Source: an optimization exercise on an open RTL-to-GDS flow (aim: small area, a short achievable clock period and few clock cycles per item). Production flows keep margins and buffers that such runs may drop. At most, simulation tests tie the RTL to the original design; equivalence was not proved. Power figures rest on the tool's default switching activity, not on a simulated workload.

## alpha
// rs144_dec
module rs144_dec (
  input  wire        clk,
  input  wire        rst,
  input  wire        in_valid,
  output wire        in_ready,
  input  wire [7:0]  in_data,
  output wire        out_valid,
  input  wire        out_ready,
  output wire        out_fail,
  output wire [2:0]  out_nerr,
  output wire [31:0] out_pos,
  output wire [31:0] out_val
);
export LEC_CHECK = 0
export CAP_MARGIN = 20
export CORE_MARGIN = 2
export CORE_UTILIZATION = 60
export CTS_CLUSTER_DIAMETER = 100
export CTS_CLUSTER_SIZE = 20
export PLACE_DENSITY = 0.7
export SLEW_MARGIN = 20
create_clock -name core_clock -period 10.0 [get_ports {clk}]
standard.sh (not shown) runs the stock make flow with config.mk's settings and CLKGATE_MAP_FILE= SYNTH_SCRIPT=/design/flow/synth_recipe.tcl, a recipe that flattens the netlist after the stock synthesis.
==> flow/flow/run.sh <==
#!/bin/bash
# Standard layout, with timing repair aimed below the design's period.
set -euo pipefail
bash standard.sh SETUP_SLACK_MARGIN=6.85 finish > flow_make.log 2>&1
alpha completed every stage of the flow, and the final layout passed the timing, DRC and antenna checks.
For beta, these inputs were changed with respect to alpha:
-- flow/design.v --
<<< alpha, line 339
      end
      nf   <= nf_fin;
    end
    if (rst) begin
      o_fail <= 1'b0;
      o_nerr <= 3'd0;
      for (i = 0; i < 4; i = i + 1) begin
        pos[i] <= 8'h00;
        val[i] <= 8'h00;
      end
    end else begin
      if (fin) begin
        o_fail <= fin_fail;
        o_nerr <= fin_fail ? 3'd0 : nf_fin;
      end
      for (i = 0; i < 4; i = i + 1) begin
        pos[i] <= pos[i] ^ ({8{upd[i]}} & (pos_t[i] ^ pos[i]));
        val[i] <= val[i] ^ ({8{upd[i]}} & (val_t[i] ^ val[i]));
      end
    end
  end
>>> beta, line 339
      end
      nf   <= nf_fin;
      if (fin) begin
        o_fail <= fin_fail;
        o_nerr <= fin_fail ? 3'd0 : nf_fin;
      end
    end
    for (i = 0; i < 4; i = i + 1) begin
      pos[i] <= pos[i] ^ ({8{upd[i]}} & (pos_t[i] ^ pos[i]));
      val[i] <= val[i] ^ ({8{upd[i]}} & (val_t[i] ^ val[i]));
    end
  end
==> comparison <==
beta: done, clean on timing, DRC and antenna
alpha -> beta: total standard cell area after synthesis increased slightly
Between beta and alpha, total non-filler cell area in the finished layout is higher for alpha, beta comes in under that.
Measured against each other, beta and alpha differ in die footprint, the lower figure coming from alpha.
[beta vs alpha] net switching component of the power: higher in beta
Re clock network fraction of total power: alpha was higher than beta.
Testbench counts of beta, summed over its fixed seeds: cycles 116,677, items 800.
For alpha, only the layout was checked, not whether the RTL still works.

========
Starting RTL as in the previous note.
==> flow/config.mk <==
export PLATFORM = sky130hd
export DESIGN_NAME = rs144_dec
export DESIGN_NICKNAME = rs144_dec
export VERILOG_FILES = /design/flow/design.v
export SDC_FILE = /design/flow/constraint.sdc
export NUM_CORES = 4
export LEC_CHECK = 0
export CAP_MARGIN = 20
export CORE_MARGIN = 2
export CORE_UTILIZATION = 60
export CTS_CLUSTER_DIAMETER = 100
export CTS_CLUSTER_SIZE = 20
export PLACE_DENSITY = 0.7
export SLEW_MARGIN = 20
==> flow/constraint.sdc <==
create_clock -name core_clock -period 10.0 [get_ports {clk}]
set_input_delay 2.0000 -clock core_clock [delete_from_list [all_inputs] [get_ports {clk}]]
set_output_delay 2.0000 -clock core_clock [all_outputs]
set_load 0.01 [all_outputs]
==> flow/flow/run.sh <==
#!/bin/bash
# Standard layout, with timing repair aimed below the design's period.
set -euo pipefail
bash standard.sh SETUP_SLACK_MARGIN=6.95 finish > flow_make.log 2>&1
The starting point went through all stages and came out clean.
Edit:
--- a/flow/design.v
+++ b/flow/design.v
@@ -85,48 +85,53 @@
     integer i;
     reg [7:0] p;
     begin
       p = 8'h01;
       for (i = 0; i < j; i = i + 1)
         p = {p[6:0], 1'b0} ^ (p[7] ? 8'h1D : 8'h00);
       alpha_pow = p;
     end
   endfunction
   integer i;
   reg        in_rdy;         
   reg  [7:0] acnt;           
+  reg        v_r, v_first, v_last;
+  reg  [7:0] d_r;
   reg  [7:0] syn [0:7];
   reg  [2:0] bph, bph_nx;    
   localparam [2:0] B_IDLE = 3'd0, B_INIT = 3'd1, B_BM = 3'd2, B_OM = 3'd3,
                    B_DONE = 3'd4, B_HAND = 3'd5;
   wire       acc     = in_valid & in_rdy;
-  wire       afirst  = (acnt == 8'd0);
-  wire       alast   = (acnt == 8'd143);
-  wire [7:0] acnt_nx = acc ? (alast ? 8'd0 : acnt + 8'd1) : acnt;
+  wire [7:0] acnt_nx = acc ? ((acnt == 8'd143) ? 8'd0 : acnt + 8'd1) : acnt;
   reg  [7:0] syn_nx [0:7];
   always @* begin
     for (i = 0; i < 8; i = i + 1)
-      syn_nx[i] = (afirst ? 8'h00 : gf_mul(syn[i], alpha_pow(i))) ^ in_data;
+      syn_nx[i] = (v_first ? 8'h00 : gf_mul(syn[i], alpha_pow(i))) ^ d_r;
   end
-  wire       b_load = acc & alast;
+  wire       b_load = v_r & v_last;
   assign in_ready = in_rdy;
   always @(posedge clk) begin
     if (rst) begin
       acnt   <= 8'd0;
       in_rdy <= 1'b1;
+      v_r    <= 1'b0;
     end else begin
       acnt   <= acnt_nx;
       in_rdy <= ~((acnt_nx == 8'd143) && (bph_nx != B_IDLE));
+      v_r    <= acc;
     end
-    if (acc)
+    d_r     <= in_data;
+    v_first <= (acnt == 8'd0);
+    v_last  <= (acnt == 8'd143);
+    if (v_r)
       for (i = 0; i < 8; i = i + 1)
         syn[i] <= syn_nx[i];
   end
   reg  [7:0] S   [0:7];
   reg  [7:0] lam [0:4];      
   reg  [7:0] E   [0:3];      
   reg  [7:0] gam, d, tmp;
   reg  [3:0] L;
   reg  [2:0] k, k_nx;        
   reg  [3:0] sc, sc_nx;      
   reg        f_dph, f_dmask, f_ub, f_lrot, f_erot;
   wire       f_init   = (bph == B_INIT);
Result: Via count increases slightly; clock skew decreases by 0.0048 ns; routed wire length decreases by a few percent; core utilization decreases by 0.99 points; maximum frequency increases slightly; cell area decreases slightly; area after synthesis increases slightly; die area increases slightly; register-to-register slack is about the same; count of clock-buffer cells in the layout does not change; power increases slightly; cell count increases by a few percent; non-clock buffer count decreases by 34.
Testbench counts after the change, summed over its fixed seeds: cycles 116,685, items 800.
No functional check of the RTL was part of the first run of this note.

-- re-timing with driven ports --
In the flow no input, the clock included, has a driving cell. The finished layouts below were timed again as built, in two steps. Step 1, drivers: a clkbuf_16 drives clk and a buf_2 each remaining input, both assumed. Step 2 also shifts input and output timing later by t, the mid clock arrival at the registers, as if the neighbouring blocks saw the same clock. Three values: no drivers, after step 1, after step 2; two values: the first two.
run | t, ns | setup WS [ns] | worst register clock-pin slew, ns
alpha | 0.610 | 6.871 / 6.817 / 6.314 | 0.09 / 0.09
beta | 0.617 | 6.830 / 6.774 / 6.368 | 0.09 / 0.09
the first run of note 2 | 0.603 | 6.944 / 6.907 / 6.339 | 0.09 / 0.09
the second run of note 2 | 0.623 | 6.954 / 6.899 / 6.384 | 0.09 / 0.09
After both steps setup and hold are still met in every run listed. For the first run of note 2, which loses most, drivers alone change the setup slack by -0.037 ns; drivers and shift together by -0.605 ns.
